Source: an optimization exercise on an open RTL-to-GDS flow (aim: small area, a short achievable clock period and few clock cycles). Production flows keep margins and buffers that such runs may drop. Function was not checked in any run shown here: the RTL went through the layout flow alone. Power and IR drop assume default switching activity.

==> flow/design.v <==
module mx_src_pack (
    input  wire [31:0] x,
    output wire [17:0] p
);
    wire [7:0]  e = x[30:23];
    wire [22:0] f = x[22:0];
    wire        e_max  = &e;
    wire        e_zero = ~|e;
    wire        f_zero = ~|f;
    wire        z16 = ~|f[22:7];
    wire [22:0] s1  = z16 ? {f[6:0], 16'b0} : f;
    wire        z8  = ~|s1[22:15];
    wire [22:0] s2  = z8 ? {s1[14:0], 8'b0} : s1;
    wire        z4  = ~|s2[22:19];
    wire [22:0] s3  = z4 ? {s2[18:0], 4'b0} : s2;
    wire        z2  = ~|s3[22:21];
    wire [22:0] s4  = z2 ? {s3[20:0], 2'b0} : s3;
    wire        z1  = ~s4[22];
    wire [22:0] s5  = z1 ? {s4[21:0], 1'b0} : s4;
    wire [4:0]  lz  = {z16, z8, z4, z2, z1};
    reg [8:0] xe;
    reg [7:0] fr;
    always @(*) begin
        if (e_max) begin
            xe = f_zero ? 9'h1FF : 9'h1FE;
            fr = {7'b0, ~f[22]};
        end else if (!e_zero) begin
            xe = {1'b0, e} + 9'd23;
            fr = {f[22:16], |f[15:0]};
        end else if (!f_zero) begin
            xe = 9'd23 - {4'b0, lz};
            fr = {s5[21:15], |s5[14:0]};
        end else begin
            xe = 9'd0;
            fr = 8'd0;
        end
    end
    assign p = {x[31], xe, fr};
endmodule
module mx_enc_align (
    input  wire [17:0] p,
    input  wire [2:0]  fsel,
    input  wire [8:0]  kb,
    output wire        s,
    output wire [1:0]  cls,       
    output wire [7:0]  pre,
    output wire        g,
    output wire        st
);
    reg [2:0] mb;
    always @(*) begin
        case (fsel)
            3'd0: mb = 3'd3;
            3'd1: mb = 3'd2;
            3'd2: mb = 3'd2;
            3'd3: mb = 3'd3;
            3'd4: mb = 3'd1;
            default: mb = 3'd6;
        endcase
    end
    wire [8:0] xe = p[16:8];
    wire [7:0] fr = p[7:0];
    assign s   = p[17];
    assign cls = (xe == 9'd0) ? 2'd1 : (xe[8:1] == 8'hFF) ? {1'b1, ~xe[0]} : 2'd0;
    wire [9:0] d    = {1'b0, xe} - {1'b0, kb};
    wire [9:0] nd   = {1'b0, kb} - {1'b0, xe};
    wire       dneg = d[9];
    wire [3:0] r    = !dneg ? 4'd0 : (nd > 10'd8) ? 4'd8 : nd[3:0];
    wire [4:0] t0   = {2'b0, 3'd0 - mb} + {1'b0, r};
    wire [3:0] t    = (t0 > 5'd10) ? 4'd10 : t0[3:0];
    wire [18:0] w = {1'b1, fr, 10'b0} >> t;
    wire [7:0]  n = w[17:10];
    assign g  = w[9];
    assign st = |w[8:0];
    wire [4:0] eb1  = d[4:0] + 5'd1;
    wire [7:0] mask = ~(8'hFF << mb);
    assign pre = dneg ? n : ((({3'b0, eb1}) << mb) | (n & mask));
endmodule
module mx_enc_round (
    input  wire        s,
    input  wire [1:0]  cls,
    input  wire [7:0]  pre,
    input  wire        g,
    input  wire        st,
    input  wire [2:0]  fsel,
    input  wire        rtz,
    input  wire        nan_inf,
    output reg  [7:0]  code,
    output reg         f_of,
    output reg         f_uf,
    output reg         f_nx
);
    reg [6:0] maxcode;
    reg [2:0] wm1;
    reg       is_int;
    always @(*) begin
        is_int = 1'b0;
        case (fsel)
            3'd0: begin maxcode = 7'h7E; wm1 = 3'd7; end
            3'd1: begin maxcode = 7'h7B; wm1 = 3'd7; end
            3'd2: begin maxcode = 7'h1F; wm1 = 3'd5; end
            3'd3: begin maxcode = 7'h1F; wm1 = 3'd5; end
            3'd4: begin maxcode = 7'h07; wm1 = 3'd3; end
            default: begin maxcode = 7'h7F; wm1 = 3'd7; is_int = 1'b1; end
        endcase
    end
    wire       inc  = !rtz && g && (st || pre[0]);
    wire [7:0] cm   = pre + {7'b0, inc};
    wire       ovf  = cm > {1'b0, maxcode};
    wire       zr   = (cm == 8'd0);
    wire [7:0] sgn = {7'b0, s} << wm1;
    wire [7:0] sat = is_int ? (s ? 8'h81 : 8'h7F) : (sgn | {1'b0, maxcode});
    wire [7:0] int_code = s ? (8'd0 - cm) : cm;
    always @(*) begin
        code = 8'h00;
        f_of = 1'b0;
        f_uf = 1'b0;
        f_nx = 1'b0;
        case (cls)
            2'd3: code = (fsel == 3'd0) ? 8'h7F : (fsel == 3'd1) ? 8'h7E : 8'h00;
            2'd2: begin
                if (nan_inf && fsel == 3'd1) begin
                    code = sgn | 8'h7C;
                end else begin
                    f_of = 1'b1;
                    f_nx = 1'b1;
                    code = (nan_inf && fsel == 3'd0) ? (sgn | 8'h7F) : sat;
                end
            end
            2'd1: code = is_int ? 8'h00 : sgn;
            default: begin
                if (ovf) begin
                    f_of = 1'b1;
                    f_nx = 1'b1;
                    if (nan_inf && !rtz)
                        code = (fsel == 3'd0) ? (sgn | 8'h7F) : (sgn | 8'h7C);
                    else
                        code = sat;
                end else begin
                    f_nx = g || st;
                    f_uf = zr;
                    code = is_int ? int_code : (sgn | cm);
                end
            end
        endcase
    end
endmodule
module mxenc (
    input  wire         clk,
    input  wire         rst,           
    input  wire         in_valid,
    output wire         in_ready,
    input  wire [31:0]  in_data,       
    input  wire [3:0]   in_fmt,        
    input  wire [3:0]   in_ctl,        
    output reg          out_valid,
    input  wire         out_ready,
    output reg  [7:0]   out_scale,
    output wire [255:0] out_data,
    output reg  [3:0]   out_flags,     
    output reg          out_err        
);
    reg         in_ready_r;
    assign in_ready = in_ready_r;
    wire in_fire = in_valid && in_ready_r && !rst;
    reg [31:0] i0_d;
    reg [3:0]  i0_fmt, i0_ctl;
    reg        i0_v;
    reg [4:0]  acnt;                
    always @(posedge clk) begin
        i0_d   <= in_data;
        i0_fmt <= in_fmt;
        i0_ctl <= in_ctl;
    end
    wire [17:0] c0;
    mx_src_pack u_pack (.x(i0_d), .p(c0));
    reg [5:0] i0_cfg;
    always @(*) begin
        i0_cfg[2:0] = 3'd0;
        i0_cfg[5]   = 1'b0;
        case (i0_fmt)
            4'h4: i0_cfg[2:0] = 3'd0;
            4'h5: i0_cfg[2:0] = 3'd1;
            4'h6: i0_cfg[2:0] = 3'd2;
            4'h7: i0_cfg[2:0] = 3'd3;
            4'h8: i0_cfg[2:0] = 3'd4;
            4'h9: i0_cfg[2:0] = 3'd5;
            default: i0_cfg[5] = 1'b1;
        endcase
        if (i0_ctl > 4'd3) i0_cfg[5] = 1'b1;
        if (i0_ctl[0] && !(i0_fmt == 4'h4 || i0_fmt == 4'h5)) i0_cfg[5] = 1'b1;
        i0_cfg[4] = i0_ctl[1];
        i0_cfg[3] = i0_ctl[0];
    end
    reg [5:0] cfg_in;               
    reg [17:0] s1, s2;
    reg        s1v, s2v;
    reg [4:0]  h;                   
    reg [17:0] ring [0:31];
    reg [4:0]  wcnt;                
    reg [4:0]  dcnt;                
    reg        wm;                  
    reg        dm;                  
    reg        dpend;               
    wire        cand_v = s1v || i0_v;
    wire [17:0] cand   = s1v ? s1 : c0;
    wire        stall;
    wire        drain  = dpend && dm && !stall;
    wire        free   = !dpend || (wcnt < dcnt) || drain;
    wire        wr     = cand_v && wm && free;
    wire [4:0]  h1     = h + 5'd1;
    integer ri;
    always @(posedge clk) begin
        for (ri = 0; ri < 31; ri = ri + 1)
            ring[ri] <= ring[ri + 1];
        ring[31] <= wr ? cand : ring[0];
    end
    wire [8:0] cand_xe  = cand[16:8];
    wire       cand_nan = (cand_xe == 9'h1FE);
    wire       cand_fnz = (cand_xe != 9'd0) && (cand_xe[8:1] != 8'hFF);
    wire [8:0] cand_l   = cand_fnz ? cand_xe : 9'd0;
    reg  [8:0] lead;                
    reg        any_nan, any_snan;
    reg  [5:0] cfg_blk;
    always @(posedge clk) begin
        if (rst) begin
            i0_v       <= 1'b0;
            acnt       <= 5'd0;
            s1v        <= 1'b0;
            s2v        <= 1'b0;
            in_ready_r <= 1'b1;
            h          <= 5'd31;
            wcnt       <= 5'd0;
            wm         <= 1'b0;
        end else begin
            i0_v <= in_fire;
            if (i0_v) begin
                acnt <= acnt + 5'd1;
                if (acnt == 5'd0) cfg_in <= i0_cfg;
            end
            h  <= h1;
            wm <= wr || (h1 == wcnt);
            if (wr) wcnt <= wcnt + 5'd1;
            begin : skid
                reg push, pop;
                reg [1:0] ns;
                pop  = wr && s1v;
                push = i0_v && !(wr && !s1v);
                ns   = {1'b0, s1v} + {1'b0, s2v} - {1'b0, pop} + {1'b0, push};
                if (pop) begin
                    if (s2v) begin
                        s1 <= s2;
                        s2 <= c0;
                        s2v <= push;
                    end else begin
                        s1 <= c0;
                        s1v <= push;
                    end
                end else if (push) begin
                    if (!s1v) begin
                        s1 <= c0;
                        s1v <= 1'b1;
                    end else begin
                        s2 <= c0;
                        s2v <= 1'b1;
                    end
                end
                in_ready_r <= ({1'b0, ns} + {2'b0, in_fire}) <= 3'd1;
            end
        end
        if (wr) begin
            if (wcnt == 5'd0) begin
                lead     <= cand_l;
                any_nan  <= cand_nan;
                any_snan <= cand_nan && cand[0];
                cfg_blk  <= s1v ? cfg_in : i0_cfg;
            end else begin
                if (cand_l > lead) lead <= cand_l;
                any_nan  <= any_nan  || cand_nan;
                any_snan <= any_snan || (cand_nan && cand[0]);
            end
        end
    end
    always @(posedge clk) begin
        if (rst) begin
            dpend <= 1'b0;
            dcnt  <= 5'd0;
            dm    <= 1'b0;
        end else begin
            dm <= drain || (h1 == dcnt);
            if (drain) begin
                dcnt <= dcnt + 5'd1;
                if (dcnt == 5'd31) dpend <= 1'b0;
            end
            if (wr && wcnt == 5'd31) begin
                dpend <= 1'b1;
                dcnt  <= 5'd0;
                dm    <= 1'b1;
            end
        end
    end
    wire [2:0] b_fsel = cfg_blk[2:0];
    reg  [4:0] b_emax;
    reg  [4:0] b_memin;             
    always @(*) begin
        case (b_fsel)
            3'd0: begin b_emax = 5'd8;  b_memin = 5'd6;  end
            3'd1: begin b_emax = 5'd15; b_memin = 5'd14; end
            3'd2: begin b_emax = 5'd4;  b_memin = 5'd2;  end
            3'd3: begin b_emax = 5'd2;  b_memin = 5'd0;  end
            3'd4: begin b_emax = 5'd2;  b_memin = 5'd0;  end
            default: begin b_emax = 5'd0; b_memin = 5'd0; end
        endcase
    end
    wire [9:0] sc_raw   = {1'b0, lead} - 10'd23 - {5'b0, b_emax};
    wire [7:0] b_scale  = (lead == 9'd0) ? 8'd127 : sc_raw[9] ? 8'd0 : sc_raw[7:0];
    wire [8:0] b_kb     = {1'b0, b_scale} + 9'd23 - {4'b0, b_memin};
    wire       b_err    = cfg_blk[5];
    wire       b_nanblk = any_nan && (b_fsel != 3'd0) && (b_fsel != 3'd1);
    reg  [2:0] a_fsel;
    reg        a_rtz, a_naninf, a_err, a_nanblk, a_snan;
    reg  [8:0] a_kb;
    reg  [4:0] a_memin;
    reg  [2:0] r_fsel;
    reg        r_rtz, r_naninf, r_zero;
    reg  [1:0] r_wsel;              
    always @(posedge clk) begin
        if (drain && dcnt == 5'd0) begin
            a_fsel   <= b_fsel;
            a_rtz    <= cfg_blk[4];
            a_naninf <= cfg_blk[3];
            a_err    <= b_err;
            a_nanblk <= b_nanblk;
            a_snan   <= any_snan;
            a_kb     <= b_kb;
            a_memin  <= b_memin;
        end
    end
    reg        d1_v;
    reg [17:0] d1_p;
    reg [4:0]  d1_idx;
    always @(posedge clk) begin
        if (rst) d1_v <= 1'b0;
        else if (!stall) d1_v <= drain;
        if (!stall) begin
            d1_p   <= ring[0];
            d1_idx <= dcnt;
        end
    end
    wire       al_s, al_g, al_st;
    wire [1:0] al_cls;
    wire [7:0] al_pre;
    mx_enc_align u_align (
        .p(d1_p), .fsel(a_fsel), .kb(a_kb),
        .s(al_s), .cls(al_cls), .pre(al_pre), .g(al_g), .st(al_st)
    );
    reg        d2_v;
    reg        d2_s, d2_g, d2_st;
    reg [1:0]  d2_cls;
    reg [7:0]  d2_pre;
    reg [1:0]  d2_idx;
    reg        d2_first, d2_last;
    reg [7:0]  rh_scale;
    reg        rh_err, rh_nanblk, rh_snan;
    wire [7:0] a_scale = a_kb[7:0] - 8'd23 + {3'b0, a_memin};
    always @(posedge clk) begin
        if (rst) d2_v <= 1'b0;
        else if (!stall) d2_v <= d1_v;
        if (!stall) begin
            d2_s     <= al_s;
            d2_g     <= al_g;
            d2_st    <= al_st;
            d2_cls   <= al_cls;
            d2_pre   <= al_pre;
            d2_idx   <= d1_idx[1:0];
            d2_first <= (d1_idx == 5'd0);
            d2_last  <= (d1_idx == 5'd31);
            if (d1_v && d1_idx == 5'd0) begin
                r_fsel   <= a_fsel;
                r_rtz    <= a_rtz;
                r_naninf <= a_naninf;
                r_zero   <= a_err || a_nanblk;
                r_wsel   <= a_err ? 2'd0 : (a_fsel == 3'd2 || a_fsel == 3'd3) ? 2'd1 :
                            (a_fsel == 3'd4) ? 2'd2 : 2'd0;
            end
            if (d1_v && d1_idx == 5'd31) begin
                rh_err    <= a_err;
                rh_nanblk <= a_nanblk;
                rh_snan   <= a_snan;
                rh_scale  <= a_err ? 8'd0 : a_nanblk ? 8'hFF : a_scale;
            end
        end
    end
    wire [7:0] e_code;
    wire       e_of, e_uf, e_nx;
    mx_enc_round u_round (
        .s(d2_s), .cls(d2_cls), .pre(d2_pre), .g(d2_g), .st(d2_st),
        .fsel(r_fsel), .rtz(r_rtz), .nan_inf(r_naninf),
        .code(e_code), .f_of(e_of), .f_uf(e_uf), .f_nx(e_nx)
    );
    wire [7:0] code = r_zero ? 8'd0 : e_code;
    reg  [2:0] facc;                
    wire [2:0] fl_now = d2_first ? {e_of, e_uf, e_nx} : (facc | {e_of, e_uf, e_nx});
    assign stall = out_valid && !out_ready;
    reg [255:0] o;
    assign out_data = o;
    reg [5:0] acc;                  
    reg       emit;
    reg [7:0] byte_in;
    always @(*) begin
        emit    = 1'b1;
        byte_in = code;
        case (r_wsel)
            2'd1: case (d2_idx)
                2'd0: begin emit = 1'b0; byte_in = code; end
                2'd1: byte_in = {code[1:0], acc[5:0]};
                2'd2: byte_in = {code[3:0], acc[3:0]};
                default: byte_in = {code[5:0], acc[1:0]};
            endcase
            2'd2: begin
                emit    = d2_idx[0];
                byte_in = {code[3:0], acc[3:0]};
            end
            default: ;
        endcase
    end
    wire take  = d2_v && !stall;
    wire shift = take && emit;
    always @(posedge clk) begin
        if (take) begin
            facc <= fl_now;
            case (r_wsel)
                2'd1: case (d2_idx)
                    2'd0: acc <= code[5:0];
                    2'd1: acc <= {2'b0, code[5:2]};
                    2'd2: acc <= {4'b0, code[5:4]};
                    default: ;
                endcase
                2'd2: acc <= {2'b0, code[3:0]};
                default: ;
            endcase
        end
        if (shift) begin
            o[247:0]   <= o[255:8];
            o[255:248] <= (r_wsel == 2'd0) ? byte_in : 8'd0;
            if (r_wsel == 2'd1) o[191:184] <= byte_in;
            if (r_wsel == 2'd2) o[127:120] <= byte_in;
        end
    end
    always @(posedge clk) begin
        if (rst) begin
            out_valid <= 1'b0;
        end else begin
            if (out_valid && out_ready) out_valid <= 1'b0;
            if (take && d2_last) begin
                out_valid <= 1'b1;
                out_scale <= rh_scale;
                out_flags <= rh_err ? 4'd0 : rh_nanblk ? {rh_snan, 3'b000} : {rh_snan, fl_now};
                out_err   <= rh_err;
            end
        end
    end
endmodule
==> flow/run.sh <==
#!/bin/bash
# synth_recipe.tcl (not shown) runs the flow's synth.tcl, then flattens the netlist and writes it again
# the make line also repeats each setting of config.mk as NAME=value (left out here)
make -C /OpenROAD-flow-scripts/flow DESIGN_CONFIG=/design/flow/config.mk WORK_HOME=/design/flow/orfs CLKGATE_MAP_FILE= SYNTH_SCRIPT=/design/flow/synth_recipe.tcl finish
==> flow/config.mk <==
export PLATFORM = sky130hd
export DESIGN_NAME = mxenc
export DESIGN_NICKNAME = mxenc
export VERILOG_FILES = /design/flow/design.v
export SDC_FILE = /design/flow/constraint.sdc
export NUM_CORES = 8
export LEC_CHECK = 0
export CAP_MARGIN = 20
export CORE_MARGIN = 2
export CORE_UTILIZATION = 55
export PLACE_DENSITY = 0.65
export SLEW_MARGIN = 20
export SYNTH_HIERARCHICAL = 0
==> flow/constraint.sdc <==
create_clock -name core_clock -period 24.0 [get_ports {clk}]
set_input_delay 4.8000 -clock core_clock [delete_from_list [all_inputs] [get_ports {clk}]]
set_output_delay 4.8000 -clock core_clock [all_outputs]
set_load 0.01 [all_outputs]
==> summary.txt, run 1 <==
Outcome = finished clean
GRT Total Usage = 21.69%
Worst hold slack = 320.9 ps
Ys flop type = dfxtp_1
Post-CTS Setup Inserts = 0
Critical Path AT = 8880 ps
Register area share after synthesis = 75.81%
PwrDens = 88.14 nW/um^2
Die X = 250.9 microns
IO buf count = 314
Leakage = 0.01576 uW
Met1 usage = 28.14%
Initial Util = 55.57%
Reg-to-reg startpoint = a_kb[0]
Total CTS buffers = 99
Post-synthesis register bit count = 1062
Antenna violations before repair = 0
Drt via density = 5.284
Fill count = 4148
Worst Setup Start Kind = primary input
Row cnt = 90
Syn_nets = 2456
Final clock skew = 43.38 ps
Worst rel slew slack = 26.86%
Synthesized area = 33540 sq um
Root buf cell = clkbuf_16
Met2 Usage GRT = 37.10%
Area of the core = 60360 sq um
Synth top area share = 38.56%
Reg2reg setup slack = 17730 ps
Detailed Place HPWL = 48280 microns
Asr flop ratio synth = 0%
Top cells by area, synth = dfxtp_1 (39%), edfxtp_1 (37%), ha_1 (3.7%)
Max Slew Vio Count = 0
CP dominant cell by count = buf_4
Synthesized area per cell = 14.54 sq um
Skew-Pair Late Insertion Delay = 680 ps
FMAX = 0.1163 GHz
DR iter-0 viols = 1098
Final Hold Viols = 0
Die height = 250.9 microns
Antenna viol nets, final = 0
Post-Syn Instances = 2306
Dpl ws = 14650 ps
Boundary Pins = 315
Number of global-route vias before repair = 18360
Final core utilization = 68.05%
Grt met3 use = 4.380%
Hold path cells = 0
Tcrit/Tclk final = 35.84%
First-pass GRT wire length = 105600 microns
CP Class = primary input to flip-flop
Critical Path RT = 24270 ps
Hold Path Sink = ring[2][7]
Reg2Reg Capture Point = d2_st
Reg clk slew, reported paths = 60 ps
Setup slack after layout = 15400 ps
H-tree Lvls = 3
Critical path's largest stage delay = 910 ps
Critical-path cell list = clkdlybuf4s50_1 -> nor2b_1 -> inv_1 -> buf_4 -> nand2_1 -> a31oi_4 -> buf_4 -> buf_4
Vias = 18710
GRT Max-Usage Layer = met2
Maximum clock path buffer count = 3
Max rail drop VDD = 0.1012 mV
WL per Instance = 19.45 microns
Placer Congestion = 0.8713
Gates resized, CTS repair = 0
CP bufs+invs = 5
Ant. Diodes = 0
Area delta synth->final = 22.47%
Max Cap Viol = 0
Most common cell in the netlist = dfxtp_1
EDFF count, synth = 416
Post-synth cell types = 94
Largest area contributor in the netlist = dfxtp_1
CP endpoint kind = flip-flop
Largest net degree at the start of global routing = 79
Final setup violation count = 0
Final WL = 68890 microns
Hold_buf cts = 0
DRC violations left = 0
Worst slew pin tran = 1097 ps
Fin crit period = 8602 ps
YS warnings = 5
Crit path max-delay family = buffers and inverters
Most frequent cells after synthesis = dfxtp_1 (646), edfxtp_1 (416), nor2_1 (133), a21oi_1 (113), nand2_1 (112)
CTS tree = done
Crit path max fanout = 78
Global route total overflow = 0
WP depth = 8
Layout cell share with drive strength beyond 1 = 8.373%
Die ar. = 62970 sq um
NumNets Final = 2827
Setup TNS = 0 ps
# clock sinks = 1062
R2R depth = 22
Slowest cell on crit path = a31oi_4
Hold Path Origin = ring[3][7]
RSZ-0062 raised after global routing = false
Worst min path class = flip-flop to flip-flop
1st-pass router iterations = 7
## worst max path at each step
stage,endpoint,from,slack [ps]
after floorplan,o[0],out_ready,4270
after global placement,o[217],out_ready,14790
after detailed placement,o[241],out_ready,14650
after CTS,o[234],out_ready,15350
after global routing,o[234],out_ready,15050
final,o[234],out_ready,15400
## flip-flops by register name, indices dropped and copies added, names as in the netlist, 4 cells and up
register	count
d1_p	18
out_scale	8
cfg_blk	6
i0_fmt	4
wcnt	5
o	256
rh_scale	8
i0_ctl	4
i0_d	32
d2_pre	8
lead	9
acc	6
a_kb	9
dcnt	5
s2	18
d1_idx	5
s1	18
ring	576
acnt	5
out_flags	4
h	5
cfg_in	6
## per-layer routing
layer / part of all wire [%] / up-vias / routed length (microns)
met5: 0 / - / 0
met4: 2.0 / 0 / 1398
met3: 6.4 / 110 / 4387
met2: 49 / 603 / 33610
met1: 43 / 9009 / 29490
li1: - / 8990 / -
## final cells by class
type / instances / area [sq um] / area share (%)
clock buffers: 132 / 2806 / 6.833
inverters: 101 / 379.1 / 0.9230
clock inverters: 51 / 704.4 / 1.715
flip-flops and latches: 1062 / 25420 / 61.90
multi-input cells: 1085 / 7532 / 18.34
repair buffers: 328 / 3248 / 7.908
well taps: 782 / 978.4 / 2.382
## layout by cell type (no fill, tap or decap), types with 35 or more instances in the layout
| cell type | synthesis | routed |
|---|---|---|
| edfxtp_1 | 416 | 416 |
| mux2i_1 | 45 | 45 |
| inv_1 | 99 | 99 |
| dfxtp_1 | 646 | 646 |
| xnor2_1 | 35 | 35 |
| clkbuf_16 | 0 | 103 |
| clkdlybuf4s50_1 | 0 | 314 |
| o21ai_0 | 62 | 62 |
| ha_1 | 99 | 99 |
| a21oi_1 | 113 | 113 |
| nor2_1 | 133 | 133 |
| nand2_1 | 112 | 112 |
## report_power, final
group	leakage, uW	internal (uW)	switching [uW]
clock	0.00171	945	676
sequential	0.00910	1900	16.0
combinational	0.00494	37.5	48.4
total	0.0158	2880	740
## kinds of logic (layout without fill, tap and decap cells)
group | count (synthesis) | count (layout) | share of synthesized area [%]
adder cells (fa/ha/maj) | 106 | 106 | 4.111
buffers and inverters | 159 | 612 | 1.843
flip-flops | 1062 | 1062 | 75.81
AND/OR/NAND/NOR | 467 | 467 | 7.051
AO/OA/AOI/OAI | 387 | 387 | 7.592
XOR/XNOR | 65 | 65 | 1.697
multiplexers | 60 | 60 | 1.899
## through the flow
stage                     std cells  total power (uW)  area [sq um]
after floorplan                2306              2005         33540
after global placement         3358              2036         37550
after detailed placement       3358              2038         37550
after CTS                      3541              3657         41060
after global routing           3541              3735         41070
final                          3541              3620         41070
## worst reg2reg max path: cells and delay by family (launching register included)
kind	cells	cell delay (ps)
DFF	1	500
and+or+nand+nor	8	2190
AOI/OAI and AO/OA	5	640
buffers and inverters	3	220
adders and majority gates	4	1700
muxes	2	760
==> inputs of run 2 (changes only) <==
--- a/flow/config.mk
+++ b/flow/config.mk
@@ -5,9 +5,9 @@
 export SDC_FILE = /design/flow/constraint.sdc
 export NUM_CORES = 8
 export LEC_CHECK = 0
-export CAP_MARGIN = 20
+export CAP_MARGIN = 50
 export CORE_MARGIN = 2
 export CORE_UTILIZATION = 55
 export PLACE_DENSITY = 0.65
-export SLEW_MARGIN = 20
+export SLEW_MARGIN = 80
 export SYNTH_HIERARCHICAL = 0
==> run 2 against run 1 <==
Against the previous run:
- still clean
- first-iteration DRC count fell by 7.3%
- die area did not move
- cell area rose by 4.1%
- clock skew fell by 1.1 ps
- register-to-register slack improved by 440 ps
- final cell count rose by 3.0%
- via count rose by 2.8%
- utilization rose by 2.8 points
- critical path type unchanged
- critical endpoint is now in_ready_r
==> summary.txt, run 2 <==
Outcome = finished clean (unchanged)
Worst min path class = flip-flop to flip-flop (unchanged)
CTS tree = done (unchanged)
Worst hold slack = 304.6 ps (was 320.9 ps)
Design Area, Final = 42750 sq um (was 41070 sq um)
Final Hold Viols = 0 (unchanged)
CP Class = primary input to flip-flop (unchanged)
Post-Syn Instances = 2306 (unchanged)
Post-Synth Adder-Cell Area = 4.111% (unchanged)
Post-Synth XOR/XNOR Area = 1.697% (unchanged)
YS warnings = 5 (unchanged)
Max Slew Vio Count = 0 (unchanged)
Ys flop type = dfxtp_1 (unchanged)
NumNets Final = 2933 (was 2827)
Vias = 19240 (was 18710)
Number of global-route vias before repair = 19080 (was 18360)
Dpl ws = 15830 ps (was 14650 ps)
GRT Total Usage = 22.09% (was 21.69%)
Boundary Pins = 315 (unchanged)
Tcrit/Tclk final = 30.60% (was 35.84%)
Largest reg by FF count = ring (unchanged)
Max Cap Viol = 0 (unchanged)
Synthesized area = 33540 sq um (unchanged)
Die X = 250.9 microns (unchanged)
Final clock skew = 42.24 ps (was 43.38 ps)
CP endpoint kind = flip-flop (unchanged)
Critical Path AT = 7860 ps (was 8880 ps)
Die height = 250.9 microns (unchanged)
Row cnt = 90 (unchanged)
Max rail drop VDD = 0.08366 mV (was 0.1012 mV)
DRC violations left = 0 (unchanged)
Final setup violation count = 0 (unchanged)
Largest area contributor in the netlist = dfxtp_1 (unchanged)
Area delta synth->final = 27.47% (was 22.47%)
Layout cell share with drive strength beyond 1 = 14.90% (was 8.373%)
Asr flop ratio synth = 0% (unchanged)
Register area share after synthesis = 75.81% (unchanged)
RSZ-0062 raised after global routing = false (unchanged)
Skew-Pair Late Insertion Delay = 670 ps (was 680 ps)
Post-CTS Setup Inserts = 0 (unchanged)
Syn_nets = 2456 (unchanged)
Drt via density = 5.273 (was 5.284)
Synth top area share = 38.56% (unchanged)
Post-synthesis compound-gate area fraction = 7.592% (unchanged)
Max reg flops = 576 (unchanged)
Leakage = 0.01632 uW (was 0.01576 uW)
Most frequent cells in the layout = dfxtp_1 (640), edfxtp_1 (416), clkdlybuf4s50_1 (325) (was dfxtp_1 (646), edfxtp_1 (416), clkdlybuf4s50_1 (314))
First-pass GRT wire length = 107600 microns (was 105600 microns)
Synthesized area per cell = 14.54 sq um (unchanged)
Worst Setup Start Kind = primary input (unchanged)
DR iter-0 viols = 1018 (was 1098)
IO buf count = 314 (unchanged)
Reg clk slew, reported paths = 60 ps (about the same)
Post-synthesis register bit count = 1062 (unchanged)
Initial Util = 55.57% (unchanged)
Gates resized, CTS repair = 0 (unchanged)
EDFF count, synth = 416 (unchanged)
PwrDens = 84.65 nW/um^2 (was 88.14 nW/um^2)
Setup slack after layout = 16660 ps (was 15400 ps)
Detailed Place HPWL = 49930 microns (was 48280 microns)
Worst rel slew slack = 76.97% (was 26.86%)
# clock sinks = 1062 (unchanged)
Antenna violations before repair = 0 (unchanged)
Largest net degree at the start of global routing = 42 (was 79)
Cell Area, Placed = 39010 sq um (was 37550 sq um)
Placer Congestion = 0.8713 (unchanged)
Crit path max fanout = 32 (was 78)
FMAX = 0.1362 GHz (was 0.1163 GHz)
Largest family of logic cells by synthesized area = compound AO/OA/AOI/OAI gates (unchanged)
Simple-gate share of the synthesized area = 7.051% (unchanged)
Die ar. = 62970 sq um (unchanged)
Top cells by area, synth = dfxtp_1 (39%), edfxtp_1 (37%), ha_1 (3.7%) (unchanged)
Maximum clock path buffer count = 3 (unchanged)
Global route total overflow = 0 (unchanged)
Most common cell in the netlist = dfxtp_1 (unchanged)
Setup TNS = 0 ps (unchanged)
Mux cell area share after synthesis = 1.899% (unchanged)
Regs by FF count = ring: 576 flops, o: 256 flops, i0_d: 32 flops (unchanged)
Worst slew pin tran = 345.4 ps (was 1097 ps)
H-tree Lvls = 3 (unchanged)
Critical Path RT = 24520 ps (was 24270 ps)
Post-synth cell types = 94 (unchanged)
Total CTS buffers = 99 (unchanged)
Commonest non-fill, non-tap cell in the layout = dfxtp_1 (unchanged)
WL per Instance = 19.20 microns (was 19.45 microns)
1st-pass router iterations = 5 (was 7)
Fin crit period = 7343 ps (was 8602 ps)
Most frequent cells after synthesis = dfxtp_1 (646), edfxtp_1 (416), nor2_1 (133), a21oi_1 (113), nand2_1 (112) (unchanged)
Area of the core = 60360 sq um (unchanged)
Final WL = 70060 microns (was 68890 microns)
Fill count = 4018 (was 4148)
Root buf cell = clkbuf_16 (unchanged)
Ant. Diodes = 0 (unchanged)
Antenna viol nets, final = 0 (unchanged)
Hold_buf cts = 0 (unchanged)
==> run 2: cell types whose count changed in the layout (fill, tap and decap cells not counted), sizes merged, moves of 3 or more <==
cell,delta
buf,+76
clkdlybuf4s50,+11
clkbuf,+10
clkdlybuf4s18,+9
clkdlybuf4s15,+5
bufinv,-3
==> run 2: layer usage <==
layer  up-vias  GRT usage (%)  share of wire (%)
li1       9204              -                  -
met1      9246          27.60                 41
met2       643          37.02                 48
met3       143          5.871                7.2
met4         0          8.333                3.1
met5         -              0                  0
==> run 2: where the power goes <==
group          internal, uW  leakage, uW  switching (uW)
clock network           934      0.00172             669
logic                  47.3      0.00549            54.8
registers              1900      0.00911            17.0
total                  2880       0.0163             740
==> run 2: through the flow <==
step / cells / utilization [%] / total power, uW
after floorplan: 2306 / - / 2005
after global placement: 3358 / 62.21 / 2036
after detailed placement: 3454 / 64.63 / 2053
after CTS: 3638 / 70.39 / 3654
after global routing: 3648 / 70.83 / 3739
final: 3648 / 70.83 / 3619
==> run 2: final cells by class <==
class                      count  area, sq um  share of cell area [%]
clock inverter                45        565.5                   1.323
inverter                     101        399.1                  0.9336
clock buffer                 139         2912                   6.810
multi-input combinational   1085         8376                   19.59
sequential                  1062        25430                   59.49
timing repair buffer         434         4090                   9.567
tap                          782        978.4                   2.289
==> run 2: logic make-up (layout without fill, tap and decap cells) <==
group | count (synthesis) | count (layout)
DFF | 1062 | 1062
buffers and inverters | 159 | 719
AOI/OAI and AO/OA | 387 | 387
xor gates and xnor gates | 65 | 65
adders and majority gates | 106 | 106
and+or+nand+nor | 467 | 467
muxes | 60 | 60
==> run 2: final timing paths <==
kind | start | to | slack (ps) | depth (start not counted)
max | out_ready | in_ready_r | 16660 | 15
min | ring[1][17] | ring[0][17] | 300 | 0
min reg2reg | ring[1][17] | ring[0][17] | 300 | 0
max reg2reg | a_kb[0] | d2_st | 18170 | 21
==> run 2: critical path, stage by stage <==
cell             delay [ps]
clkdlybuf4s50_1         470
nor2b_2                  60
inv_1                    80
buf_8                   210
nand3_1                 190
a31o_2                  310
buf_8                   160
inv_6                   210
nand2_4                 170
inv_1                   170
ha_1                    270
fa_1                    390
xor2_1                  180
o21ai_0                 100
nand2b_1                 80
==> inputs of run 3 (changes only) <==
--- a/flow/design.v
+++ b/flow/design.v
@@ -63,9 +63,9 @@
     assign s   = p[17];
     assign cls = (xe == 9'd0) ? 2'd1 : (xe[8:1] == 8'hFF) ? {1'b1, ~xe[0]} : 2'd0;
     wire [9:0] d    = {1'b0, xe} - {1'b0, kb};
-    wire [9:0] nd   = {1'b0, kb} - {1'b0, xe};
     wire       dneg = d[9];
-    wire [3:0] r    = !dneg ? 4'd0 : (nd > 10'd8) ? 4'd8 : nd[3:0];
+    wire [3:0] dn   = 4'd0 - d[3:0];
+    wire [3:0] r    = !dneg ? 4'd0 : (d[9:3] != 7'h7F) ? 4'd8 : dn;
     wire [4:0] t0   = {2'b0, 3'd0 - mb} + {1'b0, r};
     wire [3:0] t    = (t0 > 5'd10) ? 4'd10 : t0[3:0];
     wire [18:0] w = {1'b1, fr, 10'b0} >> t;
@@ -202,19 +202,28 @@
     reg        wm;                  
     reg        dm;                  
     reg        dpend;               
+    reg        pd;                  
     wire        cand_v = s1v || i0_v;
     wire [17:0] cand   = s1v ? s1 : c0;
     wire        stall;
-    wire        drain  = dpend && dm && !stall;
-    wire        free   = !dpend || (wcnt < dcnt) || drain;
-    wire        wr     = cand_v && wm && free;
+    wire        drain  = pd && !stall;
+    wire        wr_a   = cand_v && wm && (!dpend || (wcnt < dcnt));
+    wire        wr_b   = cand_v && wm && pd;
+    wire        wr     = wr_a || (wr_b && !stall);
     wire [4:0]  h1     = h + 5'd1;
+    wire        wlast  = wr && (wcnt == 5'd31);
     integer ri;
     always @(posedge clk) begin
         for (ri = 0; ri < 31; ri = ri + 1)
             ring[ri] <= ring[ri + 1];
         ring[31] <= wr ? cand : ring[0];
     end
+    wire pop    = wr && s1v;
+    wire push   = i0_v && (!wr || s1v);
+    wire s1v_n  = pop ? (s2v || push) : (s1v || push);
+    wire s2v_n  = pop ? (s2v && push) : (s2v || (push && s1v));
+    wire s1_ld  = pop || (push && !s1v);
+    wire s2_ld  = push && (pop ? s2v : s1v);
     wire [8:0] cand_xe  = cand[16:8];
     wire       cand_nan = (cand_xe == 9'h1FE);
     wire       cand_fnz = (cand_xe != 9'd0) && (cand_xe[8:1] != 8'hFF);
@@ -223,6 +232,8 @@
     reg        any_nan, any_snan;
     reg  [5:0] cfg_blk;
     always @(posedge clk) begin
+        if (s1_ld) s1 <= (pop && s2v) ? s2 : c0;
+        if (s2_ld) s2 <= c0;
         if (rst) begin
             i0_v       <= 1'b0;
             acnt       <= 5'd0;
@@ -238,35 +249,12 @@
                 acnt <= acnt + 5'd1;
                 if (acnt == 5'd0) cfg_in <= i0_cfg;
             end
-            h  <= h1;
-            wm <= wr || (h1 == wcnt);
+            h    <= h1;
+            wm   <= wr || (h1 == wcnt);
             if (wr) wcnt <= wcnt + 5'd1;
-            begin : skid
-                reg push, pop;
-                reg [1:0] ns;
-                pop  = wr && s1v;
-                push = i0_v && !(wr && !s1v);
-                ns   = {1'b0, s1v} + {1'b0, s2v} - {1'b0, pop} + {1'b0, push};
-                if (pop) begin
-                    if (s2v) begin
-                        s1 <= s2;
-                        s2 <= c0;
-                        s2v <= push;
-                    end else begin
-                        s1 <= c0;
-                        s1v <= push;
-                    end
-                end else if (push) begin
-                    if (!s1v) begin
-                        s1 <= c0;
-                        s1v <= 1'b1;
-                    end else begin
-                        s2 <= c0;
-                        s2v <= 1'b1;
-                    end
-                end
-                in_ready_r <= ({1'b0, ns} + {2'b0, in_fire}) <= 3'd1;
-            end
+            s1v  <= s1v_n;
+            s2v  <= s2v_n;
+            in_ready_r <= !s2v_n && !(s1v_n && in_fire);
         end
         if (wr) begin
             if (wcnt == 5'd0) begin
@@ -281,22 +269,20 @@
             end
         end
     end
+    wire dpend_n = wlast || (dpend && !(drain && dcnt == 5'd31));
+    wire dm_n    = wlast || drain || (h1 == dcnt);
     always @(posedge clk) begin
         if (rst) begin
             dpend <= 1'b0;
             dcnt  <= 5'd0;
             dm    <= 1'b0;
+            pd    <= 1'b0;
         end else begin
-            dm <= drain || (h1 == dcnt);
-            if (drain) begin
-                dcnt <= dcnt + 5'd1;
-                if (dcnt == 5'd31) dpend <= 1'b0;
-            end
-            if (wr && wcnt == 5'd31) begin
-                dpend <= 1'b1;
-                dcnt  <= 5'd0;
-                dm    <= 1'b1;
-            end
+            dpend <= dpend_n;
+            dm    <= dm_n;
+            pd    <= dpend_n && dm_n;
+            if (wlast) dcnt <= 5'd0;
+            else if (drain) dcnt <= dcnt + 5'd1;
         end
     end
     wire [2:0] b_fsel = cfg_blk[2:0];
@@ -338,14 +324,13 @@
     end
     reg        d1_v;
     reg [17:0] d1_p;
-    reg [4:0]  d1_idx;
+    wire       d1_first = (dcnt == 5'd1);
+    wire       d1_last  = (dcnt == 5'd0);
+    wire [1:0] d1_idx2  = dcnt[1:0] - 2'd1;
     always @(posedge clk) begin
         if (rst) d1_v <= 1'b0;
         else if (!stall) d1_v <= drain;
-        if (!stall) begin
-            d1_p   <= ring[0];
-            d1_idx <= dcnt;
-        end
+        if (!stall) d1_p <= ring[0];
     end
     wire       al_s, al_g, al_st;
     wire [1:0] al_cls;
@@ -372,10 +357,10 @@
             d2_st    <= al_st;
             d2_cls   <= al_cls;
             d2_pre   <= al_pre;
-            d2_idx   <= d1_idx[1:0];
-            d2_first <= (d1_idx == 5'd0);
-            d2_last  <= (d1_idx == 5'd31);
-            if (d1_v && d1_idx == 5'd0) begin
+            d2_idx   <= d1_idx2;
+            d2_first <= d1_first;
+            d2_last  <= d1_last;
+            if (d1_v && d1_first) begin
                 r_fsel   <= a_fsel;
                 r_rtz    <= a_rtz;
                 r_naninf <= a_naninf;
@@ -383,7 +368,7 @@
                 r_wsel   <= a_err ? 2'd0 : (a_fsel == 3'd2 || a_fsel == 3'd3) ? 2'd1 :
                             (a_fsel == 3'd4) ? 2'd2 : 2'd0;
             end
-            if (d1_v && d1_idx == 5'd31) begin
+            if (d1_v && d1_last) begin
                 rh_err    <= a_err;
                 rh_nanblk <= a_nanblk;
                 rh_snan   <= a_snan;
==> run 3 against run 2 <==
Against the previous run:
- sequential share of layout area is 0.23 points higher
- first-iteration DRC count hardly changed
- clock skew is 8.9 ps lower
- final cell count is 1.1% lower
- setup slack better by 480 ps
- fmax is 7.0% higher
- flip-flop and latch count is 5 lower
- clock-buffer cell count is 3 lower
- routed wire length is 0.40% lower
- largest cell class unchanged
==> summary.txt, run 3 <==
First-pass GRT wire length = 107700 microns (was 107600 microns)
Antenna violations before repair = 0 (unchanged)
Maximum clock path buffer count = 3 (unchanged)
Antenna viol nets, final = 0 (unchanged)
IO buf count = 314 (unchanged)
Dpl ws = 16460 ps (was 15830 ps)
Drt via density = 5.259 (was 5.273)
Reg2reg setup slack = 17720 ps (was 18170 ps)
Simple-gate share of the synthesized area = 7.505% (was 7.051%)
Post-Synth XOR/XNOR Area = 1.749% (was 1.697%)
Vias = 18980 (was 19240)
Post-Syn Instances = 2296 (was 2306)
Global route total overflow = 0 (unchanged)
Clock network fraction of total power = 43.9% (was 44.3%)
Final setup violation count = 0 (unchanged)
Setup slack after layout = 17130 ps (was 16660 ps)
Largest area contributor in the netlist = dfxtp_1 (unchanged)
Skew-Pair Late Insertion Delay = 660 ps (was 670 ps)
Register area share after synthesis = 76.49% (was 75.81%)
Die ar. = 62050 sq um (was 62970 sq um)
Post-Synth Adder-Cell Area = 3.711% (was 4.111%)
WL per Instance = 19.34 microns (was 19.20 microns)
Final core utilization = 71.47% (was 70.83%)
PwrDens = 83.85 nW/um^2 (was 84.65 nW/um^2)
Final WL = 69780 microns (was 70060 microns)
Synthesized area = 33040 sq um (was 33540 sq um)
Fin crit period = 6865 ps (was 7343 ps)
CTS tree = done (unchanged)
Setup TNS = 0 ps (unchanged)
Largest family of logic cells by synthesized area = simple AND/OR/NAND/NOR gates (was compound AO/OA/AOI/OAI gates)
Critical Path RT = 24330 ps (was 24520 ps)
Die X = 249.1 microns (was 250.9 microns)
Non-filler instance count after layout = 3608 (was 3648)
Boundary Pins = 315 (unchanged)
Crit path max-delay family = buffers and inverters (unchanged)
Top cells by area, synth = dfxtp_1 (39%), edfxtp_1 (37%), ha_1 (3.4%) (was dfxtp_1 (39%), edfxtp_1 (37%), ha_1 (3.7%))
Placed insts = 3424 (was 3454)
DR iter-0 viols = 1019 (was 1018)
Max rail drop VDD = 0.1019 mV (was 0.08366 mV)
Asr flop ratio synth = 0% (unchanged)
CP Launch Point = out_ready (unchanged)
Total CTS buffers = 96 (was 99)
Largest net degree at the start of global routing = 41 (was 42)
Synth top area share = 39.14% (was 38.56%)
Syn_nets = 2435 (was 2456)
CP bufs+invs = 8 (was 6)
R2R depth = 29 (was 21)
Part of the power in registers = 53.5% (was 52.9%)
Max Cap Viol = 0 (unchanged)
H-tree Lvls = 3 (unchanged)
Most frequent cells in the layout = dfxtp_1 (639), edfxtp_1 (411), clkdlybuf4s50_1 (318) (was dfxtp_1 (640), edfxtp_1 (416), clkdlybuf4s50_1 (325))
CP dominant cell by count = buf_12
Int Pwr = 2815 uW (was 2879 uW)
GRT Total Usage = 22.22% (was 22.09%)
Critical-path cell list = clkdlybuf4s50_1 -> nor2b_1 -> inv_1 -> buf_8 -> buf_16 -> nand2_1 -> a31oi_4 -> buf_12 -> buf_12 -> buf_12 -> buf_12 (was clkdlybuf4s50_1 -> nor2b_2 -> inv_1 -> buf_8 -> nand3_1 -> a31o_2 -> buf_8 -> inv_6 -> nand2_4 -> inv_1 -> ha_1 -> fa_1 -> xor2_1 -> o21ai_0 -> nand2b_1)
Combinational share of power = 2.6% (was 2.8%)
Tot Pwr = 3550 uW (was 3619 uW)
Largest reg by FF count = ring (unchanged)
Reg clk slew, reported paths = 60 ps (about the same)
Ys flop type = dfxtp_1 (unchanged)
Number of global-route vias before repair = 18890 (was 19080)
Hold_buf cts = 0 (unchanged)
Max Slew Vio Count = 0 (unchanged)
Commonest non-fill, non-tap cell in the layout = dfxtp_1 (unchanged)
Slowest cell on crit path = clkdlybuf4s50_1 (unchanged)
Post-synthesis compound-gate area fraction = 7.199% (was 7.592%)
Die height = 249.1 microns (was 250.9 microns)
Post-synth cell types = 88 (was 94)
Reg2Reg Capture Point = lead[7] (was d2_st)
Placer Congestion = 0.8603 (was 0.8713)
Most common cell in the netlist = dfxtp_1 (unchanged)
Row cnt = 89 (was 90)
Layout cell share with drive strength beyond 1 = 15.87% (was 14.90%)
Mux cell area share after synthesis = 1.473% (was 1.899%)
Worst Setup Start Kind = primary input (unchanged)
Initial Util = 55.77% (was 55.57%)
Final clock skew = 33.34 ps (was 42.24 ps)
YS warnings = 5 (unchanged)
FMAX = 0.1457 GHz (was 0.1362 GHz)
DRC violations left = 0 (unchanged)
Synthesized area per cell = 14.39 sq um (was 14.54 sq um)
Leakage = 0.01597 uW (was 0.01632 uW)
Final Hold Viols = 0 (unchanged)
Switch share = 20.72% (was 20.46%)
RSZ-0062 raised after global routing = false (unchanged)
Worst min path class = flip-flop to flip-flop (unchanged)
Area of the core = 59240 sq um (was 60360 sq um)
Regs by FF count = ring: 576 flops, o: 256 flops, i0_d: 32 flops (unchanged)
Root buf cell = clkbuf_16 (unchanged)
Gates resized, CTS repair = 0 (unchanged)
Most frequent cells after synthesis = dfxtp_1 (646), edfxtp_1 (411), nor2_1 (155), nand2_1 (146), inv_1 (98) (was dfxtp_1 (646), edfxtp_1 (416), nor2_1 (133), a21oi_1 (113), nand2_1 (112))
# clock sinks = 1057 (was 1062)
Outcome = finished clean (unchanged)
Crit path to = o[30] (was in_ready_r)
Worst rel slew slack = 79.38% (was 76.97%)
Post-synthesis register bit count = 1057 (was 1062)
Reg-to-reg startpoint = i0_d[13] (was a_kb[0])
Post-CTS Setup Inserts = 0 (unchanged)
NumNets Final = 2893 (was 2933)
P_sw = 735.6 uW (was 740.4 uW)
CP endpoint kind = flip-flop (unchanged)
Crit path max fanout = 40 (was 32)
EDFF count, synth = 411 (was 416)
Detailed Place HPWL = 49360 microns (was 49930 microns)
Ant. Diodes = 0 (unchanged)
1st-pass router iterations = 5 (unchanged)
Area delta synth->final = 28.14% (was 27.47%)
Critical Path AT = 7190 ps (was 7860 ps)
Tcrit/Tclk final = 28.61% (was 30.60%)
WP depth = 11 (was 15)
CP Class = primary input to flip-flop (unchanged)
Max reg flops = 576 (unchanged)
Worst slew pin tran = 306.1 ps (was 345.4 ps)
Critical path's largest stage delay = 450 ps (was 470 ps)
-- run 3: through the flow --
step | hold slack, ps | area, sq um
2_1_floorplan | 309.6 | 33040
3_3_place_gp | 309.7 | 37040
3_5_place_dp | 312.1 | 38690
4_1_cts | 316.1 | 42050
5_1_grt | 302.7 | 42340
6_report | 307.3 | 42340
-- run 3: worst min-delay path by stage --
stage | start | endpoint | slack (ps) | cells after the start
3_3_place_gp | ring[1][17] | ring[0][17] | 310 | 0
6_report | ring[3][1] | ring[2][1] | 310 | 0
2_1_floorplan | ring[1][0] | ring[0][0] | 310 | 0
3_5_place_dp | ring[15][3] | ring[14][3] | 310 | 0
5_1_grt | ring[10][11] | ring[9][11] | 300 | 0
4_1_cts | ring[19][3] | ring[18][3] | 320 | 0
-- run 3: per-layer routing --
metal,vias up,wire length [microns],share of wire [%],GRT usage (%)
li1,9048,-,-,-
met1,9171,29330,42,28.13
met2,616,33880,49,37.27
met3,140,4459,6.4,5.183
met4,0,2104,3.0,8.623
met5,-,0,0,0
-- run 3: power groups by stage --
| stage | Clock [uW] | Combinational, uW | Sequential [uW] |
|---|---|---|---|
| after floorplan | 0 | 53.1 | 1930 |
| after global placement | 0 | 73.6 | 1940 |
| after detailed placement | 0 | 90.3 | 1940 |
| after CTS | 1590 | 91.0 | 1900 |
| after global routing | 1670 | 102 | 1900 |
| final | 1560 | 93.1 | 1900 |
-- run 3: cells by family (layout without fill, tap and decap cells) --
family	count (synthesis)	after routing
xor+xnor	66	66
flops	1057	1057
fa+ha+maj	95	95
compound gates	356	356
simple gates	514	514
mux	47	47
buf+inv	161	700
-- run 3: final cells by class --
class / instances / area [sq um]
clock inverter: 43 / 399.1
timing repair buffer: 420 / 4033
multi-input combinational: 1078 / 8313
tap: 773 / 967.2
sequential: 1057 / 25280
clock buffer: 136 / 2959
inverter: 101 / 384.1
fill: 3897 / 16900
==> inputs of run 4 (changes only) <==
--- a/flow/config.mk
+++ b/flow/config.mk
@@ -8,6 +8,9 @@
 export CAP_MARGIN = 50
 export CORE_MARGIN = 2
 export CORE_UTILIZATION = 55
+export CTS_BUF_LIST = sky130_fd_sc_hd__clkbuf_8
+export CTS_CLUSTER_DIAMETER = 40
+export CTS_CLUSTER_SIZE = 12
 export PLACE_DENSITY = 0.65
 export SLEW_MARGIN = 80
 export SYNTH_HIERARCHICAL = 0
==> run 4 against run 3 <==
Against the previous run:
- area after synthesis did not move
- die area unchanged
- global-route usage shrank 0.35 points
- worst hold slack gained 8.1 ps
- critical path depth unchanged
- critical path type unchanged
==> summary.txt, run 4 <==
RSZ-0062 raised after global routing = false (unchanged)
FMAX = 0.1481 GHz (was 0.1457 GHz)
CP bufs+invs = 8 (unchanged)
Top cells by area, synth = dfxtp_1 (39%), edfxtp_1 (37%), ha_1 (3.4%) (unchanged)
Hold_buf cts = 0 (unchanged)
Worst rel slew slack = 80.91% (was 79.38%)
Most frequent cells in the layout = dfxtp_1 (639), edfxtp_1 (411), clkdlybuf4s50_1 (318) (unchanged)
Register area share after synthesis = 76.49% (unchanged)
Post-Synth XOR/XNOR Area = 1.749% (unchanged)
CTS tree = done (unchanged)
Antenna viol nets, final = 0 (unchanged)
Detailed Place HPWL = 49360 microns (unchanged)
Post-Syn Instances = 2296 (unchanged)
Reg clk slew, reported paths = 80 ps (was 60 ps)
Vias = 19040 (was 18980)
Crit path max fanout = 40 (unchanged)
Leakage = 0.01561 uW (was 0.01597 uW)
CP dominant cell by count = buf_12 (unchanged)
Total CTS buffers = 119 (was 96)
Critical-path cell list = clkdlybuf4s50_1 -> nor2b_1 -> inv_1 -> buf_8 -> buf_16 -> nand2_1 -> a31oi_4 -> buf_12 -> buf_12 -> buf_12 -> buf_12 (unchanged)
NumNets Final = 2917 (was 2893)
Asr flop ratio synth = 0% (unchanged)
Die X = 249.1 microns (unchanged)
Cell Area, Placed = 38690 sq um (unchanged)
Setup TNS = 0 ps (unchanged)
Final setup violation count = 0 (unchanged)
CP endpoint kind = flip-flop (unchanged)
Crit path max-delay family = buffers and inverters (unchanged)
Fin crit period = 6753 ps (was 6865 ps)
EDFF count, synth = 411 (unchanged)
Final Hold Viols = 0 (unchanged)
Largest family of logic cells by synthesized area = simple AND/OR/NAND/NOR gates (unchanged)
WL per Instance = 18.83 microns (was 19.34 microns)
Drt via density = 5.240 (was 5.259)
Row cnt = 89 (unchanged)
Hold Path Origin = ring[5][3] (was ring[3][1])
Root buf cell = clkbuf_8 (was clkbuf_16)
Area delta synth->final = 25.27% (was 28.14%)
Placer Congestion = 0.8603 (unchanged)
Slowest cell on crit path = clkdlybuf4s50_1 (unchanged)
Post-synthesis register bit count = 1057 (unchanged)
CP Class = primary input to flip-flop (unchanged)
Commonest non-fill, non-tap cell in the layout = dfxtp_1 (unchanged)
Critical path's largest stage delay = 450 ps (about the same)
Die height = 249.1 microns (unchanged)
Tcrit/Tclk final = 28.14% (was 28.61%)
DRC violations left = 0 (unchanged)
Most frequent cells after synthesis = dfxtp_1 (646), edfxtp_1 (411), nor2_1 (155), nand2_1 (146), inv_1 (98) (unchanged)
Post-synth cell types = 88 (unchanged)
Initial Util = 55.77% (unchanged)
GRT Total Usage = 21.88% (was 22.22%)
Global route total overflow = 0 (unchanged)
H-tree Lvls = 3 (unchanged)
Simple-gate share of the synthesized area = 7.505% (unchanged)
Placed insts = 3424 (unchanged)
Regs by FF count = ring: 576 flops, o: 256 flops, i0_d: 32 flops (unchanged)
Number of global-route vias before repair = 18950 (was 18890)
Skew-Pair Late Insertion Delay = 740 ps (was 660 ps)
Synthesized area per cell = 14.39 sq um (unchanged)
Layout cell share with drive strength beyond 1 = 16.13% (was 15.87%)
Worst Setup Start Kind = primary input (unchanged)
Largest area contributor in the netlist = dfxtp_1 (unchanged)
Dpl ws = 16460 ps (unchanged)
Maximum clock path buffer count = 3 (unchanged)
YS warnings = 5 (unchanged)
# clock sinks = 1057 (unchanged)
Max Cap Viol = 0 (unchanged)
Non-filler instance count after layout = 3633 (was 3608)
Worst slew pin tran = 280.4 ps (was 306.1 ps)
Max reg flops = 576 (unchanged)
Ys flop type = dfxtp_1 (unchanged)
IO buf count = 314 (unchanged)
Largest reg by FF count = ring (unchanged)
Boundary Pins = 315 (unchanged)
Syn_nets = 2435 (unchanged)
Design Area, Final = 41390 sq um (was 42340 sq um)
DR iter-0 viols = 1098 (was 1019)
PwrDens = 76.87 nW/um^2 (was 83.85 nW/um^2)
Post-Synth Adder-Cell Area = 3.711% (unchanged)
Final clock skew = 32.51 ps (was 33.34 ps)
Die ar. = 62050 sq um (unchanged)
Gates resized, CTS repair = 0 (unchanged)
Max Slew Vio Count = 0 (unchanged)
Largest net degree at the start of global routing = 41 (unchanged)
Area of the core = 59240 sq um (unchanged)
Most common cell in the netlist = dfxtp_1 (unchanged)
First-pass GRT wire length = 106800 microns (was 107700 microns)
CP Launch Point = out_ready (unchanged)
Outcome = finished clean (unchanged)
Setup slack after layout = 17250 ps (was 17130 ps)
Synth top area share = 39.14% (unchanged)
Antenna violations before repair = 1 (was 0)
Worst min path class = flip-flop to flip-flop (unchanged)
Mux cell area share after synthesis = 1.473% (unchanged)
Critical Path AT = 7160 ps (was 7190 ps)
Post-synthesis compound-gate area fraction = 7.199% (unchanged)
Synthesized area = 33040 sq um (unchanged)
Reg-to-reg startpoint = i0_d[17] (was i0_d[13])
Post-CTS Setup Inserts = 0 (unchanged)
Max rail drop VDD = 0.07581 mV (was 0.1019 mV)
Final WL = 68400 microns (was 69780 microns)
1st-pass router iterations = 6 (was 5)
Critical Path RT = 24410 ps (was 24330 ps)
==> run 4: cell types whose count changed in the layout (fill, tap and decap cells not counted), moves of 3 or more <==
cell       change
clkbuf_1      -14
clkbuf_16    -109
bufinv_16      +5
clkinv_2       -8
inv_6          +5
clkinv_4       +8
clkinv_16      -3
inv_1         +23
clkbuf_8     +115
inv_4          -5
==> run 4: path summary, 6_finish.rpt <==
path | depth (start not counted) | end | slack [ps]
worst max-delay path | 11 | o[74] | 17250
worst min-delay path | 0 | ring[4][3] | 320
worst max register to register | 31 | lead[7] | 17580
worst min register to register | 0 | ring[4][3] | 320
==> run 4: power breakdown <==
group	leakage (uW)	total [uW]	switching, uW	internal [uW]
combinational	0.00527	93.2	50.0	43.2
sequential	0.00903	1900	15.6	1880
clock	0.00131	1190	619	571
total	0.0156	3180	684	2500
==> run 4: cell families after synthesis <==
family / count (synthesis)
fa+ha+maj: 95
buf+inv: 161
compound gates: 356
flops: 1057
simple gates: 514
xor+xnor: 66
mux: 47
==> run 4: routing by layer <==
| metal | global-route usage (%) | vias to the layer above | share of wire (%) |
|---|---|---|---|
| met1 | 28.31 | 9232 | 43 |
| met3 | 4.587 | 109 | 5.9 |
| met5 | 0 | - | 0 |
| met2 | 36.66 | 613 | 49 |
| li1 | - | 9084 | - |
| met4 | 7.900 | 0 | 2.5 |
==> run 4: area by class of cell <==
| type | count | area (sq um) |
|---|---|---|
| sequential | 1057 | 25280 |
| fill | 4032 | 17850 |
| multi-input combinational | 1078 | 8329 |
| timing repair buffer | 421 | 4038 |
| clock buffer | 128 | 1762 |
| tap | 773 | 967.2 |
| clock inverter | 73 | 621.8 |
| inverter | 101 | 384.1 |
| antenna | 2 | 5.005 |
==> run 4: per-stage QoR <==
stage | hold WS [ps] | util [%] | power, uW
2_1_floorplan | 309.6 | - | 1984
3_3_place_gp | 309.7 | 62.52 | 2011
3_5_place_dp | 312.1 | 65.31 | 2029
4_1_cts | 300.4 | 69.34 | 3219
5_1_grt | 302.0 | 69.87 | 3308
6_report | 315.4 | 69.87 | 3182
==> inputs of run 5 (changes only) <==
==> flow/flow/run.sh (new file) <==
#!/bin/bash
# The standard layout, with the port buffers built from plain buffers
# (buf_2) instead of the cell buffer_ports picks by itself.
set -euo pipefail
export BUFFER_PORTS_ARGS="-buffer_cell sky130_fd_sc_hd__buf_2"
bash standard.sh > standard.log 2>&1
==> flow/standard.sh (new file) <==
#!/bin/bash
# synth_recipe.tcl (not shown) runs the flow's synth.tcl, then flattens the netlist and writes it again
# the make line also repeats each setting of config.mk as NAME=value (left out here)
make -C /OpenROAD-flow-scripts/flow DESIGN_CONFIG=/design/flow/config.mk WORK_HOME=/design/flow/orfs CLKGATE_MAP_FILE= SYNTH_SCRIPT=/design/flow/synth_recipe.tcl "${@:-finish}"
removed: flow/run.sh
==> run 5 against run 4 <==
Against the previous run:
- still clean
- sequential power about the same
- area after synthesis unchanged
- via count down 0.54%
- critical path type unchanged
==> summary.txt, run 5 <==
Synthesized area per cell = 14.39 sq um (unchanged)
Maximum clock path buffer count = 3 (unchanged)
Hold_buf cts = 0 (unchanged)
Final Hold Viols = 0 (unchanged)
PwrDens = 79.78 nW/um^2 (was 76.87 nW/um^2)
Worst rel slew slack = 80.03% (was 80.91%)
Die X = 249.1 microns (unchanged)
Critical Path AT = 6830 ps (was 7160 ps)
Final WL = 66060 microns (was 68400 microns)
Worst Setup Start Kind = primary input (unchanged)
Most common cell in the netlist = dfxtp_1 (unchanged)
Placer Congestion = 0.8816 (was 0.8603)
Synth top area share = 39.14% (unchanged)
Row cnt = 89 (unchanged)
# clock sinks = 1057 (unchanged)
Synthesized area = 33040 sq um (unchanged)
Area delta synth->final = 20.86% (was 25.27%)
Max reg flops = 576 (unchanged)
WL per Instance = 18.19 microns (was 18.83 microns)
DR iter-0 viols = 1105 (was 1098)
Max Cap Viol = 0 (unchanged)
Asr flop ratio synth = 0% (unchanged)
Syn_nets = 2435 (unchanged)
Post-Synth Adder-Cell Area = 3.711% (unchanged)
Post-Syn Instances = 2296 (unchanged)
Outcome = finished clean (unchanged)
Antenna viol nets, final = 0 (unchanged)
Largest area contributor in the netlist = dfxtp_1 (unchanged)
Post-Synth XOR/XNOR Area = 1.749% (unchanged)
Worst min path class = flip-flop to flip-flop (unchanged)
Vias = 18940 (was 19040)
Antenna violations before repair = 1 (unchanged)
YS warnings = 5 (unchanged)
Total CTS buffers = 120 (was 119)
Setup TNS = 0 ps (unchanged)
Commonest non-fill, non-tap cell in the layout = dfxtp_1 (unchanged)
DRC violations left = 0 (unchanged)
Non-filler instance count after layout = 3631 (was 3633)
Drt via density = 5.215 (was 5.240)
Initial Util = 55.77% (unchanged)
CP endpoint kind = flip-flop (unchanged)
Boundary Pins = 315 (unchanged)
Post-synthesis compound-gate area fraction = 7.199% (unchanged)
Simple-gate share of the synthesized area = 7.505% (unchanged)
Most frequent cells after synthesis = dfxtp_1 (646), edfxtp_1 (411), nor2_1 (155), nand2_1 (146), inv_1 (98) (unchanged)
Max Slew Vio Count = 0 (unchanged)
Post-CTS Setup Inserts = 0 (unchanged)
Reg clk slew, reported paths = 70 ps (was 80 ps)
RSZ-0062 raised after global routing = false (unchanged)
Ys flop type = dfxtp_1 (unchanged)
Worst slew pin tran = 293.3 ps (was 280.4 ps)
Post-synth cell types = 88 (unchanged)
Final clock skew = 38.01 ps (was 32.51 ps)
Most frequent cells in the layout = dfxtp_1 (639), edfxtp_1 (411), buf_2 (332) (was dfxtp_1 (639), edfxtp_1 (411), clkdlybuf4s50_1 (318))
Layout cell share with drive strength beyond 1 = 27.00% (was 16.13%)
Tcrit/Tclk final = 26.63% (was 28.14%)
EDFF count, synth = 411 (unchanged)
Area of the core = 59240 sq um (unchanged)
Leakage = 0.01560 uW (was 0.01561 uW)
FMAX = 0.1565 GHz (was 0.1481 GHz)
Regs by FF count = ring: 576 flops, o: 256 flops, i0_d: 32 flops (unchanged)
1st-pass router iterations = 5 (was 6)
Mux cell area share after synthesis = 1.473% (unchanged)
Gates resized, CTS repair = 0 (unchanged)
Global route total overflow = 0 (unchanged)
Final setup violation count = 0 (unchanged)
Max rail drop VDD = 0.08629 mV (was 0.07581 mV)
Top cells by area, synth = dfxtp_1 (39%), edfxtp_1 (37%), ha_1 (3.4%) (unchanged)
Root buf cell = clkbuf_8 (unchanged)
Placed insts = 3427 (was 3424)
CTS tree = done (unchanged)
Register area share after synthesis = 76.49% (unchanged)
Post-synthesis register bit count = 1057 (unchanged)
NumNets Final = 2920 (was 2917)
Tot Pwr = 3186 uW (was 3182 uW)
Final core utilization = 67.41% (was 69.87%)
Largest reg by FF count = ring (unchanged)
Critical Path RT = 24440 ps (was 24410 ps)
Largest net degree at the start of global routing = 30 (was 41)
Largest family of logic cells by synthesized area = simple AND/OR/NAND/NOR gates (unchanged)
GRT Total Usage = 21.22% (was 21.88%)
H-tree Lvls = 3 (unchanged)
IO buf count = 314 (unchanged)
Die height = 249.1 microns (unchanged)
First-pass GRT wire length = 104200 microns (was 106800 microns)
Crit path max fanout = 28 (was 40)
Skew-Pair Late Insertion Delay = 740 ps (about the same)
Detailed Place HPWL = 47690 microns (was 49360 microns)
Die ar. = 62050 sq um (unchanged)
Fin crit period = 6390 ps (was 6753 ps)
CP Class = primary input to flip-flop (unchanged)
Number of global-route vias before repair = 18950 (about the same)
==> run 5: path summary, 6_finish.rpt <==
kind | from | end | slack, ps | cells after the start
max reg2reg | i0_d[13] | lead[3] | 17710 | 28
max | out_ready | o[195] | 17610 | 12
min | ring[2][4] | ring[1][4] | 310 | 0
min reg2reg | ring[2][4] | ring[1][4] | 310 | 0
==> run 5: critical path, cell delays in order <==
cell and delay (ps):
buf_2 80, nor2b_1 50, inv_1 90, buf_8 170
buf_12 200, nand2_1 170, a31oi_4 260, buf_8 260
buf_8 180, buf_16 180, buf_16 170, buf_16 190
==> run 5: layer usage <==
metal / wire [microns] / up-vias / track usage, %
met5: 0 / - / 0
met4: 1905 / 0 / 8.055
met3: 4413 / 124 / 4.932
met2: 31640 / 616 / 34.89
met1: 28110 / 9126 / 27.58
li1: - / 9070 / -
==> run 5: cells by family (layout without fill, tap and decap cells) <==
| logic type | after synthesis | after routing |
|---|---|---|
| other | 0 | 2 |
| xor gates and xnor gates | 66 | 66 |
| buffers and inverters | 161 | 721 |
| DFF | 1057 | 1057 |
| and+or+nand+nor | 514 | 514 |
| muxes | 47 | 47 |
| adders and majority gates | 95 | 95 |
| AOI/OAI and AO/OA | 356 | 356 |
==> run 5: stage by stage <==
| step | worst slack [ps] | hold slack (ps) | cell area, sq um |
|---|---|---|---|
| after detailed placement | 16840 | 312.1 | 37230 |
| after CTS | 17660 | 310.8 | 39620 |
| after global routing | 17360 | 305.0 | 39930 |
| final | 17610 | 306.4 | 39930 |
| after global placement | 15870 | 309.5 | 35470 |
| after floorplan | 4373 | 309.6 | 33040 |
==> run 5: layout make-up <==
type | count | area [sq um]
flip-flops and latches | 1057 | 25280
fillers | 4246 | 19310
multi-input cells | 1078 | 8361
repair buffers | 423 | 2542
clock buffers | 124 | 1707
well taps | 773 | 967.2
clock inverters | 73 | 685.7
inverters | 101 | 384.1
diodes | 2 | 5.005
==> run 5: report_power, final <==
part           total (uW)  internal (uW)  switching, uW
sequential           1900           1880           15.2
combinational        91.0           40.3           50.7
clock                1200            582            615

==> what the ideal ports hide <==
Ports are ideal in the flow. The routed layouts listed here were re-timed in OpenROAD. Step 1 (the two cells are an assumption about what drives the block):
set clk [get_ports {clk}]
set_driving_cell -lib_cell sky130_fd_sc_hd__clkbuf_16 $clk
set_driving_cell -lib_cell sky130_fd_sc_hd__buf_2 [delete_from_list [all_inputs] $clk]
Step 2 moves the port delays by t, midway between the first and last clock arrival at a register: inputs arrive t later, outputs are due t later. That takes back most of the time a late clock gives input paths. Three values: ideal, step 1, step 2; two values: the first two.
run | t (ns) | setup WS [ns] | worst data-port slew with drivers (ns) | pins driven straight from the clock port
run 1 | 0.715 | 15.398 / 15.396 / 14.681 | 0.06 | 1
run 2 | 0.711 | 16.657 / 16.662 / 15.951 | 0.06 | 1
run 3 | 0.707 | 17.135 / 17.118 / 16.411 | 0.07 | 1
run 4 | 0.782 | 17.247 / 17.237 / 16.455 | 0.06 | 1
run 5 | 0.776 | 17.610 / 17.602 / 16.827 | 0.07 | 1
After both steps setup and hold are still met in every run listed. The setup slack of run 4, which loses most, moves by -0.010 ns with the drivers and by -0.792 ns with both steps.
